Source: an optimization exercise on an open RTL-to-GDS flow (aim: small area, a short achievable clock period and few clock cycles per item). Production flows keep margins and buffers that such runs may drop. Function was checked by simulation only, so behaviour that the tests miss may differ from the original.

`flow/run.sh`:
```
#!/bin/bash
set -euo pipefail
bash standard.sh "BUFFER_PORTS_ARGS=-buffer_cell sky130_fd_sc_hd__buf_2" finish > flow_make.log 2>&1
```
`standard.sh`:
```
#!/bin/bash
# synth_recipe.tcl (not shown) runs the flow's synth.tcl, then flattens the netlist and writes it again
# the make line also repeats each setting of config.mk as NAME=value (left out here)
make -C /OpenROAD-flow-scripts/flow DESIGN_CONFIG=/design/flow/config.mk WORK_HOME=/design/flow/orfs CLKGATE_MAP_FILE= SYNTH_SCRIPT=/design/flow/synth_recipe.tcl "${@:-finish}"
```
`config.mk`:
```
export PLATFORM = sky130hd
export DESIGN_NAME = aes_core
export DESIGN_NICKNAME = aes_core
export VERILOG_FILES = /design/flow/design.v
export SDC_FILE = /design/flow/constraint.sdc
export NUM_CORES = 4
export LEC_CHECK = 0
export CAP_MARGIN = 20
export CORE_MARGIN = 2
export CORE_UTILIZATION = 50
export PLACE_DENSITY = 0.6
export SETUP_SLACK_MARGIN = 5.0
export SLEW_MARGIN = 20
export SYNTH_HIERARCHICAL = 1
export SYNTH_MINIMUM_KEEP_SIZE = 0
export TNS_END_PERCENT = 5
```
`constraint.sdc`:
```
create_clock -name core_clock -period 8.5 [get_ports {clk}]
set_input_delay 1.7000 -clock core_clock [delete_from_list [all_inputs] [get_ports {clk}]]
set_output_delay 1.7000 -clock core_clock [all_outputs]
set_load 0.01 [all_outputs]
```
`design.v`:
```
module aes_sbox_p1 (input wire [7:0] a, output wire [7:0] m);
    wire U0 = a[7];
    wire U1 = a[6];
    wire U2 = a[5];
    wire U3 = a[4];
    wire U4 = a[3];
    wire U5 = a[2];
    wire U6 = a[1];
    wire U7 = a[0];
    wire T1; g_xor u0 (.a(U0), .b(U3), .y(T1));
    wire T2; g_xor u1 (.a(U0), .b(U5), .y(T2));
    wire T3; g_xor u2 (.a(U0), .b(U6), .y(T3));
    wire T4; g_xor u3 (.a(U3), .b(U5), .y(T4));
    wire T5; g_xor u4 (.a(U4), .b(U6), .y(T5));
    wire T6; g_xor u5 (.a(T1), .b(T5), .y(T6));
    wire T7; g_xor u6 (.a(U1), .b(U2), .y(T7));
    g_xor u7 (.a(U7), .b(T6), .y(m[3]));
    wire T9; g_xor u8 (.a(U7), .b(T7), .y(T9));
    g_xor u9 (.a(T6), .b(T7), .y(m[2]));
    wire T11; g_xor u10 (.a(U1), .b(U5), .y(T11));
    wire T12; g_xor u11 (.a(U2), .b(U5), .y(T12));
    wire T13; g_xor u12 (.a(T3), .b(T4), .y(T13));
    wire T14; g_xor u13 (.a(T6), .b(T11), .y(T14));
    wire T15; g_xor u14 (.a(T5), .b(T11), .y(T15));
    wire T16; g_xor u15 (.a(T5), .b(T12), .y(T16));
    g_xor u16 (.a(T9), .b(T16), .y(m[1]));
    wire T18; g_xor u17 (.a(U3), .b(U7), .y(T18));
    wire T19; g_xor u18 (.a(T7), .b(T18), .y(T19));
    wire T20; g_xor u19 (.a(T1), .b(T19), .y(T20));
    wire T21; g_xor u20 (.a(U6), .b(U7), .y(T21));
    wire T22; g_xor u21 (.a(T7), .b(T21), .y(T22));
    g_xor u22 (.a(T2), .b(T22), .y(m[0]));
    wire T24; g_xor u23 (.a(T2), .b(m[2]), .y(T24));
    wire T25; g_xor u24 (.a(T20), .b(m[1]), .y(T25));
    wire T26; g_xor u25 (.a(T3), .b(T16), .y(T26));
    wire T27; g_xor u26 (.a(T1), .b(T12), .y(T27));
    wire M1; g_nand u27 (.a(T13), .b(T6), .y(M1));
    wire M2; g_nand u28 (.a(m[0]), .b(m[3]), .y(M2));
    wire M3; g_xnor u29 (.a(T14), .b(M1), .y(M3));
    wire M4; g_nand u30 (.a(T19), .b(U7), .y(M4));
    wire M5; g_xor u31 (.a(M4), .b(M1), .y(M5));
    wire M6; g_nand u32 (.a(T3), .b(T16), .y(M6));
    wire M7; g_nand u33 (.a(T22), .b(T9), .y(M7));
    wire M8; g_xnor u34 (.a(T26), .b(M6), .y(M8));
    wire M9; g_nand u35 (.a(T20), .b(m[1]), .y(M9));
    wire M10; g_xor u36 (.a(M9), .b(M6), .y(M10));
    wire M11; g_nand u37 (.a(T1), .b(T15), .y(M11));
    wire M12; g_nand u38 (.a(T4), .b(T27), .y(M12));
    wire M13; g_xor u39 (.a(M12), .b(M11), .y(M13));
    wire M14; g_nand u40 (.a(T2), .b(m[2]), .y(M14));
    wire M15; g_xor u41 (.a(M14), .b(M11), .y(M15));
    wire M16; g_xnor u42 (.a(M3), .b(M2), .y(M16));
    wire M17; g_xor u43 (.a(M5), .b(T24), .y(M17));
    wire M18; g_xnor u44 (.a(M8), .b(M7), .y(M18));
    wire M19; g_xor u45 (.a(M10), .b(M15), .y(M19));
    wire M20; g_xor u46 (.a(M16), .b(M13), .y(M20));
    wire M21; g_xor u47 (.a(M17), .b(M15), .y(M21));
    wire M22; g_xor u48 (.a(M18), .b(M13), .y(M22));
    wire M23; g_xor u49 (.a(M19), .b(T25), .y(M23));
    wire M24; g_xor u50 (.a(M22), .b(M23), .y(M24));
    wire M25; g_nand u51 (.a(M22), .b(M20), .y(M25));
    wire M26; g_xnor u52 (.a(M21), .b(M25), .y(M26));
    wire M27; g_xor u53 (.a(M20), .b(M21), .y(M27));
    wire M28; g_xnor u54 (.a(M23), .b(M25), .y(M28));
    wire M29; g_nand u55 (.a(M28), .b(M27), .y(M29));
    wire M30; g_nand u56 (.a(M26), .b(M24), .y(M30));
    wire M31; g_nand u57 (.a(M20), .b(M23), .y(M31));
    wire M32; g_nandb u58 (.a(M31), .b(M27), .y(M32));
    wire M33; g_xnor u59 (.a(M27), .b(M25), .y(M33));
    wire M34; g_nand u60 (.a(M21), .b(M22), .y(M34));
    wire M35; g_nandb u61 (.a(M34), .b(M24), .y(M35));
    wire M36; g_xnor u62 (.a(M24), .b(M25), .y(M36));
    g_xnor u63 (.a(M21), .b(M29), .y(m[7]));
    g_xnor u64 (.a(M32), .b(M33), .y(m[6]));
    g_xnor u65 (.a(M23), .b(M30), .y(m[5]));
    g_xnor u66 (.a(M35), .b(M36), .y(m[4]));
endmodule
module aes_sbox_p2 (input wire [7:0] a, input wire [7:0] m, output wire [7:0] y);
    wire U0 = a[7];
    wire U1 = a[6];
    wire U2 = a[5];
    wire U3 = a[4];
    wire U4 = a[3];
    wire U5 = a[2];
    wire U6 = a[1];
    wire U7 = a[0];
    wire M37 = m[7];
    wire M38 = m[6];
    wire M39 = m[5];
    wire M40 = m[4];
    wire T8 = m[3];
    wire T10 = m[2];
    wire T17 = m[1];
    wire T23 = m[0];
    wire X07; g_xor u0 (.a(U0), .b(U7), .y(X07));
    wire T1; g_xor u1 (.a(U0), .b(U3), .y(T1));
    wire T2; g_xor u2 (.a(U0), .b(U5), .y(T2));
    wire T3; g_xor u3 (.a(U0), .b(U6), .y(T3));
    wire T4; g_xor u4 (.a(U3), .b(U5), .y(T4));
    wire T5; g_xor u5 (.a(U4), .b(U6), .y(T5));
    wire T6; g_xor u6 (.a(T1), .b(T5), .y(T6));
    wire T7; g_xor u7 (.a(U1), .b(U2), .y(T7));
    wire T9; g_xor u8 (.a(U7), .b(T7), .y(T9));
    wire T11; g_xor u9 (.a(U1), .b(U5), .y(T11));
    wire T12; g_xor u10 (.a(U2), .b(U5), .y(T12));
    wire T13; g_xor u11 (.a(T3), .b(T4), .y(T13));
    wire T15; g_xor u12 (.a(T5), .b(T11), .y(T15));
    wire T16; g_xor u13 (.a(T5), .b(T12), .y(T16));
    wire T18; g_xor u14 (.a(U3), .b(U7), .y(T18));
    wire T19; g_xor u15 (.a(T7), .b(T18), .y(T19));
    wire T20; g_xor u16 (.a(X07), .b(T7), .y(T20));
    wire T21; g_xor u17 (.a(U6), .b(U7), .y(T21));
    wire T22; g_xor u18 (.a(T7), .b(T21), .y(T22));
    wire T27; g_xor u19 (.a(T1), .b(T12), .y(T27));
    wire M41; g_xor u20 (.a(M38), .b(M40), .y(M41));
    wire M42; g_xor u21 (.a(M37), .b(M39), .y(M42));
    wire M43; g_xor u22 (.a(M37), .b(M38), .y(M43));
    wire M44; g_xor u23 (.a(M39), .b(M40), .y(M44));
    wire M45; g_xor u24 (.a(M42), .b(M41), .y(M45));
    wire M46; g_nand u25 (.a(M44), .b(T6), .y(M46));
    wire M47; g_nand u26 (.a(M40), .b(T8), .y(M47));
    wire M48; g_nand u27 (.a(M39), .b(U7), .y(M48));
    wire M49; g_nand u28 (.a(M43), .b(T16), .y(M49));
    wire M50; g_nand u29 (.a(M38), .b(T9), .y(M50));
    wire M51; g_nand u30 (.a(M37), .b(T17), .y(M51));
    wire M52; g_nand u31 (.a(M42), .b(T15), .y(M52));
    wire M53; g_nand u32 (.a(M45), .b(T27), .y(M53));
    wire M54; g_nand u33 (.a(M41), .b(T10), .y(M54));
    wire M55; g_nand u34 (.a(M44), .b(T13), .y(M55));
    wire M56; g_nand u35 (.a(M40), .b(T23), .y(M56));
    wire M57; g_nand u36 (.a(M39), .b(T19), .y(M57));
    wire M58; g_nand u37 (.a(M43), .b(T3), .y(M58));
    wire M59; g_nand u38 (.a(M38), .b(T22), .y(M59));
    wire M60; g_nand u39 (.a(M37), .b(T20), .y(M60));
    wire M61; g_nand u40 (.a(M42), .b(T1), .y(M61));
    wire M62; g_nand u41 (.a(M45), .b(T4), .y(M62));
    wire M63; g_nand u42 (.a(M41), .b(T2), .y(M63));
    wire L0; g_xor u43 (.a(M61), .b(M62), .y(L0));
    wire L1; g_xor u44 (.a(M50), .b(M56), .y(L1));
    wire L2; g_xor u45 (.a(M46), .b(M48), .y(L2));
    wire L3; g_xor u46 (.a(M47), .b(M55), .y(L3));
    wire L4; g_xor u47 (.a(M54), .b(M58), .y(L4));
    wire L5; g_xor u48 (.a(M49), .b(M61), .y(L5));
    wire L6; g_xnor u49 (.a(M62), .b(L5), .y(L6));
    wire L7; g_xnor u50 (.a(M46), .b(L3), .y(L7));
    wire L8; g_xor u51 (.a(M51), .b(M59), .y(L8));
    wire L9; g_xor u52 (.a(M52), .b(M53), .y(L9));
    wire L10; g_xnor u53 (.a(M53), .b(L4), .y(L10));
    wire L11; g_xnor u54 (.a(M60), .b(L2), .y(L11));
    wire L12; g_xor u55 (.a(M48), .b(M51), .y(L12));
    wire L13; g_xnor u56 (.a(M50), .b(L0), .y(L13));
    wire L14; g_xor u57 (.a(M52), .b(M61), .y(L14));
    wire L15; g_xnor u58 (.a(M55), .b(L1), .y(L15));
    wire L16; g_xnor u59 (.a(M56), .b(L0), .y(L16));
    wire L17; g_xnor u60 (.a(M57), .b(L1), .y(L17));
    wire L18; g_xnor u61 (.a(M58), .b(L8), .y(L18));
    wire L19; g_xnor u62 (.a(M63), .b(L4), .y(L19));
    wire L20; g_xor u63 (.a(L0), .b(L1), .y(L20));
    wire L21; g_xor u64 (.a(L1), .b(L7), .y(L21));
    wire L22; g_xor u65 (.a(L3), .b(L12), .y(L22));
    wire L23; g_xor u66 (.a(L18), .b(L2), .y(L23));
    wire L24; g_xor u67 (.a(L15), .b(L9), .y(L24));
    wire L25; g_xor u68 (.a(L6), .b(L10), .y(L25));
    wire L26; g_xor u69 (.a(L7), .b(L9), .y(L26));
    wire L27; g_xor u70 (.a(L8), .b(L10), .y(L27));
    wire L28; g_xor u71 (.a(L11), .b(L14), .y(L28));
    wire L29; g_xor u72 (.a(L11), .b(L17), .y(L29));
    g_xor u73 (.a(L6), .b(L24), .y(y[7]));
    g_xnor u74 (.a(L16), .b(L26), .y(y[6]));
    g_xnor u75 (.a(L19), .b(L28), .y(y[5]));
    g_xor u76 (.a(L6), .b(L21), .y(y[4]));
    g_xor u77 (.a(L20), .b(L22), .y(y[3]));
    g_xor u78 (.a(L25), .b(L29), .y(y[2]));
    g_xnor u79 (.a(L13), .b(L27), .y(y[1]));
    g_xnor u80 (.a(L6), .b(L23), .y(y[0]));
endmodule
module g_xor (input wire a, input wire b, output wire y); assign y = a ^ b; endmodule
module g_xnor (input wire a, input wire b, output wire y); assign y = ~(a ^ b); endmodule
module g_nand (input wire a, input wire b, output wire y); assign y = ~(a & b); endmodule
module g_nor (input wire a, input wire b, output wire y); assign y = ~(a | b); endmodule
module g_nandb (input wire a, input wire b, output wire y); assign y = ~(~a & b); endmodule
module aes_core (
    input  wire         clk,
    input  wire         rst,         
    input  wire         in_valid,
    output wire         in_ready,
    input  wire         in_aes256,   
    input  wire [255:0] in_key,
    input  wire [127:0] in_block,
    output wire         out_valid,
    input  wire         out_ready,
    output wire [127:0] out_block
);
    reg          rdy;            
    reg          ov;             
    reg  [127:0] ob;
    reg  [127:0] X;              
    reg  [255:0] KX;             
    reg          xv;             
    reg          x256;
    reg  [3:0]   xr;             
    reg          xh;             
    reg          xw;             
    reg  [127:0] PU;             
    reg  [127:0] PM;             
    reg  [255:0] KP;
    reg  [31:0]  KPM;
    reg          pv;
    reg          p256;
    reg  [3:0]   pr;
    reg          ph;
    reg          pw;
    reg          pl;             
    reg          prot;           
    reg  [7:0]   prc;            
    assign in_ready  = rdy;
    assign out_valid = ov;
    assign out_block = ob;
    genvar i, c, k;
    wire [127:0] pm_d;
    generate
        for (i = 0; i < 16; i = i + 1) begin : g_s1
            aes_sbox_p1 u_sb1 (.a(X[127 - 8*i -: 8]), .m(pm_d[127 - 8*i -: 8]));
        end
    endgenerate
    wire [31:0] ksub_x = KX[31:0];
    wire [31:0] kpm_d;
    generate
        for (i = 0; i < 4; i = i + 1) begin : g_k1
            aes_sbox_p1 u_kb1 (.a(ksub_x[31 - 8*i -: 8]), .m(kpm_d[31 - 8*i -: 8]));
        end
    endgenerate
    wire [7:0] sb [0:15];
    wire [127:0] sr;             
    generate
        for (i = 0; i < 16; i = i + 1) begin : g_s2
            aes_sbox_p2 u_sb2 (.a(PU[127 - 8*i -: 8]), .m(PM[127 - 8*i -: 8]), .y(sb[i]));
        end
        for (c = 0; c < 4; c = c + 1) begin : g_sr
            assign sr[127 - 32*c      -: 8] = sb[((c + 0) % 4) * 4 + 0];
            assign sr[127 - 32*c -  8 -: 8] = sb[((c + 1) % 4) * 4 + 1];
            assign sr[127 - 32*c - 16 -: 8] = sb[((c + 2) % 4) * 4 + 2];
            assign sr[127 - 32*c - 24 -: 8] = sb[((c + 3) % 4) * 4 + 3];
        end
    endgenerate
    wire [31:0] sub_out;
    generate
        for (i = 0; i < 4; i = i + 1) begin : g_k2
            aes_sbox_p2 u_kb2 (.a(KP[31 - 8*i -: 8]), .m(KPM[31 - 8*i -: 8]),
                               .y(sub_out[31 - 8*i -: 8]));
        end
    endgenerate
    wire       xlast  = (xr == (x256 ? 4'd14 : 4'd10));
    wire       xrot   = !x256 || xr[0];
    wire [3:0] rc_idx = x256 ? ((xr + 4'd1) >> 1) : xr;
    reg  [7:0] rcon;
    always @* begin
        case (rc_idx)
            4'd1:    rcon = 8'h01;
            4'd2:    rcon = 8'h02;
            4'd3:    rcon = 8'h04;
            4'd4:    rcon = 8'h08;
            4'd5:    rcon = 8'h10;
            4'd6:    rcon = 8'h20;
            4'd7:    rcon = 8'h40;
            4'd8:    rcon = 8'h80;
            4'd9:    rcon = 8'h1b;
            4'd10:   rcon = 8'h36;
            default: rcon = 8'h00;
        endcase
    end
    wire       plast   = pl;
    wire       use_rot = prot;
    wire [31:0] rot_out = {sub_out[23:0], sub_out[31:24]};
    wire [31:0] rcw     = {prc, 24'h000000};
    wire [31:0] temp    = use_rot ? (rot_out ^ rcw) : sub_out;
    wire [31:0] pf0 = KP[255:224];
    wire [31:0] pf1 = KP[255:224] ^ KP[223:192];
    wire [31:0] pf2 = pf1 ^ KP[191:160];
    wire [31:0] pf3 = pf1 ^ (KP[191:160] ^ KP[159:128]);
    wire [127:0] new_key = {pf0 ^ temp, pf1 ^ temp, pf2 ^ temp, pf3 ^ temp};
    wire [127:0] rk_a = p256 ? KP[127:0] : {pf0 ^ rcw, pf1 ^ rcw, pf2 ^ rcw, pf3 ^ rcw};
    wire [31:0]  rk_s;
    wire         m128 = !p256;
    generate
        for (k = 0; k < 32; k = k + 1) begin : g_rks
            g_and u_a (.a(rot_out[k]), .b(m128), .y(rk_s[k]));
        end
    endgenerate
    wire [127:0] round_key = rk_a ^ {rk_s, rk_s, rk_s, rk_s};
    wire [127:0] fin_d;
    wire [127:0] dm;
    generate
        for (c = 0; c < 4; c = c + 1) begin : g_mc
            wire [7:0] a0 = sr[127 - 32*c      -: 8];
            wire [7:0] a1 = sr[127 - 32*c -  8 -: 8];
            wire [7:0] a2 = sr[127 - 32*c - 16 -: 8];
            wire [7:0] a3 = sr[127 - 32*c - 24 -: 8];
            wire [31:0] s;           
            wire [7:0]  t;
            for (k = 0; k < 8; k = k + 1) begin : g_b
                g_xor u_s0 (.a(a0[k]), .b(a1[k]), .y(s[k]));
                g_xor u_s1 (.a(a1[k]), .b(a2[k]), .y(s[8 + k]));
                g_xor u_s2 (.a(a2[k]), .b(a3[k]), .y(s[16 + k]));
                g_xor u_s3 (.a(a3[k]), .b(a0[k]), .y(s[24 + k]));
                g_xor u_t  (.a(s[k]), .b(s[16 + k]), .y(t[k]));
            end
            for (i = 0; i < 4; i = i + 1) begin : g_row
                wire [7:0] xt;
                wire [7:0] si = s[8*i +: 8];
                assign xt[0] = si[7];
                assign xt[2] = si[1];
                assign xt[5] = si[4];
                assign xt[6] = si[5];
                assign xt[7] = si[6];
                g_xor u_x1 (.a(si[0]), .b(si[7]), .y(xt[1]));
                g_xor u_x3 (.a(si[2]), .b(si[7]), .y(xt[3]));
                g_xor u_x4 (.a(si[3]), .b(si[7]), .y(xt[4]));
                for (k = 0; k < 8; k = k + 1) begin : g_bit
                    localparam integer b = 127 - 32*c - 8*i - 7 + k;    
                    wire f1;
                    g_xor u_d  (.a(t[k]), .b(xt[k]), .y(dm[b]));
                    g_xor u_f1 (.a(sr[b]), .b(rk_a[b]), .y(f1));
                    g_xor u_f2 (.a(f1), .b(rk_s[b % 32]), .y(fin_d[b]));
                end
            end
        end
    endgenerate
    wire go_out = pv && plast && !ov && !pw;        
    reg       xv_n, x256_n, xh_n, xw_n;
    reg [3:0] xr_n;
    always @* begin
        if (rdy) begin
            xv_n   = in_valid;
            x256_n = in_aes256;
            xr_n   = 4'd1;
            xh_n   = 1'b0;
            xw_n   = xv;             
        end else if (pv && plast) begin
            xv_n   = !go_out;
            x256_n = p256;
            xr_n   = pr;
            xh_n   = 1'b1;
            xw_n   = pw;
        end else begin
            xv_n   = pv;
            x256_n = p256;
            xr_n   = pr + 4'd1;
            xh_n   = 1'b0;
            xw_n   = pw;
        end
        if (rst) xv_n = 1'b0;
    end
    wire pv_n    = xv && !rst;
    wire pw_n    = xw && !go_out;
    wire ov_n    = !rst && (go_out || (ov && !out_ready));
    wire plast_n = xlast;
    wire rdy_n   = !pv_n || (plast_n && !ov_n && !pw_n);
    always @(posedge clk) begin
        rdy  <= rdy_n;
        ov   <= ov_n;
        xv   <= xv_n;
        x256 <= x256_n;
        xr   <= xr_n;
        xh   <= xh_n;
        xw   <= xw_n;
        pv   <= pv_n;
        p256 <= x256;
        pr   <= xr;
        ph   <= xh;
        pw   <= pw_n;
        pl   <= xlast;
        prot <= xrot;
        prc  <= rcon;
    end
    wire         sel_ear = rdy || ph;
    wire         sel_f   = !sel_ear;
    wire         sel_nxt = !rdy && !ph && !plast;
    wire [127:0] x_early = rdy ? (in_block ^ in_key[255:128]) : PU;
    wire         sel_ofin = go_out && !ph;
    wire [127:0] ob_early = (go_out && ph) ? PU : ob;
    wire [127:0] x_d;
    wire [127:0] ob_d;
    generate
        for (k = 0; k < 128; k = k + 1) begin : g_mx
            wire n1, n2, m1, dn, o1, o2;
            g_nand  u_n1 (.a(fin_d[k]), .b(sel_f), .y(n1));
            g_nand  u_n2 (.a(x_early[k]), .b(sel_ear), .y(n2));
            g_nand  u_m1 (.a(n1), .b(n2), .y(m1));
            g_nand  u_dn (.a(dm[k]), .b(sel_nxt), .y(dn));
            g_xnor  u_x  (.a(m1), .b(dn), .y(x_d[k]));
            g_nand  u_o1 (.a(fin_d[k]), .b(sel_ofin), .y(o1));
            g_nand  u_o2 (.a(ob_early[k]), .b(!sel_ofin), .y(o2));
            g_nand  u_o  (.a(o1), .b(o2), .y(ob_d[k]));
        end
    endgenerate
    wire [255:0] kx_in = {in_key[255:32], in_aes256 ? in_key[31:0] : in_key[159:128]};
    always @(posedge clk) begin
        ob  <= ob_d;
        X   <= x_d;
        KX  <= rdy ? kx_in : {round_key, new_key};
        PU  <= X;
        PM  <= pm_d;
        KP  <= KX;
        KPM <= kpm_d;
    end
endmodule
module g_and (input wire a, input wire b, output wire y);
    assign y = a & b;
endmodule
```
==> results.cfg <==
[drt]
remaining_antenna_violation_count_after_routing = 0
initialDrtViolationCount = 5307
post-route-drc-count = 0
detail_route.vias_per_cell = 5.25
detail_route.wl_per_cell_um = 26.0
num_vias = 54852
detailedRoute.firstPassIterationCount = 6
total_length_of_routed_wires_um = 272000

[floorplan]
ios = 519
std_cell_rows = 136
floorplan.initialDensity_pct = 50.4
chipWidth_um = 376
fp.dieH_um = 376
dieArea_sq_um = 142000
floorplan.core_area_sq_um = 137000

[setup_path]
critical_path.max_fanout = 11
timing.setup.critical_path_class = flip-flop to flip-flop
cp.required_ns = 9.17
end_kind = flip-flop
cp-startpoint = KP[30]$_DFF_P_
worst_ep_arrival_time_ns = 4.19
regToRegStartpoint = KP[30]$_DFF_P_
worstSetupStartpointType = flip-flop

[run_status]
outcome = no timing/DRC/antenna violations

[clocking]
post_cts_hold_buffer_count = 0
clock_tree.htree_level_count = 3
clock_sinks = 1084
cts_made_buffers = 120
ctsRootBufferMaster = sky130_fd_sc_hd__clkbuf_16
clock_insertion_delay_worst_skew_ns = 0.76
ctsLongestPathBuffers = 3
tritoncts = done
clk_transition_reported_paths_ns = 0.06

[final_layout]
drive_above_1_share_pct = 21.7
syn_to_final_growth_pct = 21.4
design.final.nets = 8942
num-fill-cells = 12178
commonest_non_fill_non_tap_cell_in_the_layout = sky130_fd_sc_hd__xor2_1
layout.cells.non_filler = 10448
layout.cells.most_common_list = sky130_fd_sc_hd__xor2_1, sky130_fd_sc_hd__nand2_1, sky130_fd_sc_hd__dfxtp_1, sky130_fd_sc_hd__xnor2_1, sky130_fd_sc_hd__buf_2
final_cell_area_sq_um = 84100

[grt]
grt_start_max_net_pins = 172
global_route.usage.total_pct = 37.1
antenna_found_initial = 18
grt_first_pass_wirelength_um = 375000
overflow = 0
vias_in_the_first_global_route = 52466

[min_path]
worstHoldStart = KX[247]$_DFF_P_
hold_path_class = flip-flop to flip-flop

[synth]
synthesis.nets = 8189
netlist-cell-type-count = 55
post_synthesis_cell_area_sq_um = 69300
synth.ff_latch_count = 1084
synth_largest_type_area_fraction_pct = 31.3
synth_ff_type = sky130_fd_sc_hd__dfxtp_1
synth_sequential_area_ratio_pct = 31.3
ys_async_sr_fraction_pct = 0
number_of_enable_type_register_cells_in_the_synthesized_netlist = 0
syn-instance-count = 7797
synthTopCellsByArea = sky130_fd_sc_hd__dfxtp_1, sky130_fd_sc_hd__xor2_1, sky130_fd_sc_hd__xnor2_1, sky130_fd_sc_hd__nand2_1, sky130_fd_sc_hd__mux2_4
synthesis.area_per_instance_sq_um = 8.88
synth.largest_area_cell = sky130_fd_sc_hd__dfxtp_1
yosysWarningCount = 7

[timing]
finalCritPeriodShare_pct = 41.5
worst-slew-pin-transition_ns = 1.10
finalSetupViolations = 0
timing.fmax_ghz = 0.284
finalWorstSetupSlack_ns = 4.97
final-hold-violation-count = 0
timing.slew.headroom_pct = 25.1
finalWorstPathRequiredPeriod_ns = 3.53
skew_ns = 0.0188
drv_slew = 0
rsz_0062_raised_after_global_routing = true
setup_tns_ns = 0

[place]
instance_area_at_placement_sq_um = 74000
port_buffers = 518
dp.cells = 10026
preCtsSetupSlack_ns = 3.93
globalplace.congestion = 0.981
place.detailed.hpwl_um = 214000

[job]
maxCapViolCount = 0
## sequential cells by signal, indices dropped and copies added, names as in the netlist, 4 cells and up
| signal | cells |
|---|---|
| X | 128 |
| KX | 256 |
| PM | 128 |
| pr | 4 |
| PU | 128 |
| KP | 256 |
| prc | 8 |
| ob | 128 |
| xr | 4 |
| KPM | 32 |
## layer usage
| layer | vias up | global-route usage, % | share of wire, % |
|---|---|---|---|
| met1 | 26527 | 49.9 | 43 |
| met3 | 521 | 5.33 | 6.9 |
| met2 | 2180 | 56.8 | 44 |
| met5 | - | 0 | 0.0044 |
| li1 | 25622 | - | - |
| met4 | 2 | 21.3 | 6.7 |
## worst max-delay path, stage by stage (launching register included)
cell and delay [ns]:
sky130_fd_sc_hd__dfxtp_1 0.45, sky130_fd_sc_hd__xor2_2 0.31, sky130_fd_sc_hd__xor2_1 0.19, sky130_fd_sc_hd__nand2_1 0.08
sky130_fd_sc_hd__xor2_1 0.28, sky130_fd_sc_hd__xnor2_1 0.13, sky130_fd_sc_hd__xor2_1 0.18, sky130_fd_sc_hd__xnor2_2 0.36
sky130_fd_sc_hd__and2_1 0.18, sky130_fd_sc_hd__buf_4 0.40, sky130_fd_sc_hd__xor2_2 0.32, sky130_fd_sc_hd__nand2_1 0.11
sky130_fd_sc_hd__nand2_2 0.27, sky130_fd_sc_hd__xnor2_1 0.17
## Yosys stat by module, one instance, submodules excluded, a selection
module / times used / cells inside / cell area [sq um]
aes_core: 1 / 3189 / 36800
g_and: 32 / 1 / 6.26
g_nand: 1536 / 1 / 3.75
g_nandb: 40 / 1 / 6.26
g_xnor: 648 / 1 / 8.76
g_xor: 2352 / 1 / 8.76
## final cells by class
cell class / count / area, sq um / area share, %
clock inverter: 57 / 800 / 0.950
antenna: 6 / 15.0 / 0.0178
sequential: 1084 / 21800 / 25.9
tap: 1794 / 2240 / 2.67
clock buffer: 163 / 3460 / 4.11
multi-input combinational: 6526 / 50600 / 60.1
timing repair buffer: 804 / 5120 / 6.09
inverter: 14 / 61.3 / 0.0729
## per-stage QoR
| step | utilization, % | hold WS [ns] |
|---|---|---|
| floorplan | - | 0.310 |
| global placement | 53.8 | 0.310 |
| detailed placement | 53.8 | 0.312 |
| CTS | 58.8 | 0.319 |
| global route | 61.2 | 0.320 |
| finish | 61.2 | 0.319 |
## path summary, 6_finish.rpt
| kind | end | slack, ns | cells past startpoint |
|---|---|---|---|
| worst max-delay path | X[0]$_DFF_P_ | 4.97 | 13 |
| worst min-delay path | KP[247]$_DFF_P_ | 0.32 | 0 |
| worst max register to register | X[0]$_DFF_P_ | 4.97 | 13 |
| worst min register to register | KP[247]$_DFF_P_ | 0.32 | 0 |
## cell families after synthesis
family	after synthesis	synth area share (%)
buffers and inverters	187	1.37
flip-flops	1084	31.3
AO/OA/AOI/OAI	541	4.29
adder cells (fa/ha/maj)	3	0.0542
AND/OR/NAND/NOR	2245	12.7
XOR/XNOR	3489	45.4
multiplexers	248	4.78
## synth_stat cells, types with 2 or more instances
cell                       count
sky130_fd_sc_hd__a211oi_1     24
sky130_fd_sc_hd__a21o_1        9
sky130_fd_sc_hd__a21oi_1     163
sky130_fd_sc_hd__a31oi_1       8
sky130_fd_sc_hd__and2_0        3
sky130_fd_sc_hd__and2_1       63
sky130_fd_sc_hd__buf_2        61
sky130_fd_sc_hd__buf_4        19
sky130_fd_sc_hd__buf_6        13
sky130_fd_sc_hd__clkbuf_1     79
sky130_fd_sc_hd__dfxtp_1    1084
sky130_fd_sc_hd__ha_1          3
sky130_fd_sc_hd__inv_1        12
sky130_fd_sc_hd__mux2_1        8
sky130_fd_sc_hd__mux2_2       78
sky130_fd_sc_hd__mux2_4      120
sky130_fd_sc_hd__mux2i_1      10
sky130_fd_sc_hd__mux2i_2      32
sky130_fd_sc_hd__nand2_1    1829
sky130_fd_sc_hd__nand2b_1     59
sky130_fd_sc_hd__nand3_1      14
sky130_fd_sc_hd__nor2_1      250
sky130_fd_sc_hd__nor2b_1      10
sky130_fd_sc_hd__nor3_1        8
sky130_fd_sc_hd__o211ai_1      7
sky130_fd_sc_hd__o21ai_0     112
sky130_fd_sc_hd__o21ai_1     177
sky130_fd_sc_hd__o21ai_2      32
sky130_fd_sc_hd__o22a_1        2
sky130_fd_sc_hd__xnor2_1     968
sky130_fd_sc_hd__xnor3_1       9
sky130_fd_sc_hd__xnor3_2      31
sky130_fd_sc_hd__xor2_1     2447
sky130_fd_sc_hd__xor2_2       24
sky130_fd_sc_hd__xor3_1        9
## repair_timing
item / 4_1_cts / 5_1_grt
cloned: 0 / 0
pin swaps: 49 / 78
gates resized for setup: 284 / 336
buffers inserted: 70 / 126
endpoints found under the hold margin: 0 / 0
setup endpoints to repair: 333 / 302
Testbench counts, summed over its fixed seeds: cycles 23,660, blocks 1,920.

==> static timing again, ports no longer ideal <==
In the flow no input, the clock included, has a driving cell. The finished layout below was timed again as built, in two steps. Step 1 assumes that a clkbuf_16 drives the clock port and a buf_2 every other input. Step 2 times the ports against the registers' clock, not the clock port: input delays grow and output delays shrink by t, the midpoint of the rising clock arrivals with the driver on. Three values: ideal, step 1, step 2; two values: the first two.
shift t [ns]: 0.837
slack for setup (ns): 4.974 / 4.974 / 4.974
worst setup path after step 2: register to register
worst data-port slew with drivers (ns): 0.06
After both steps this run still meets setup and hold. The setup slack of this run moves by 0.000 ns with the drivers and by 0.000 ns with both steps.
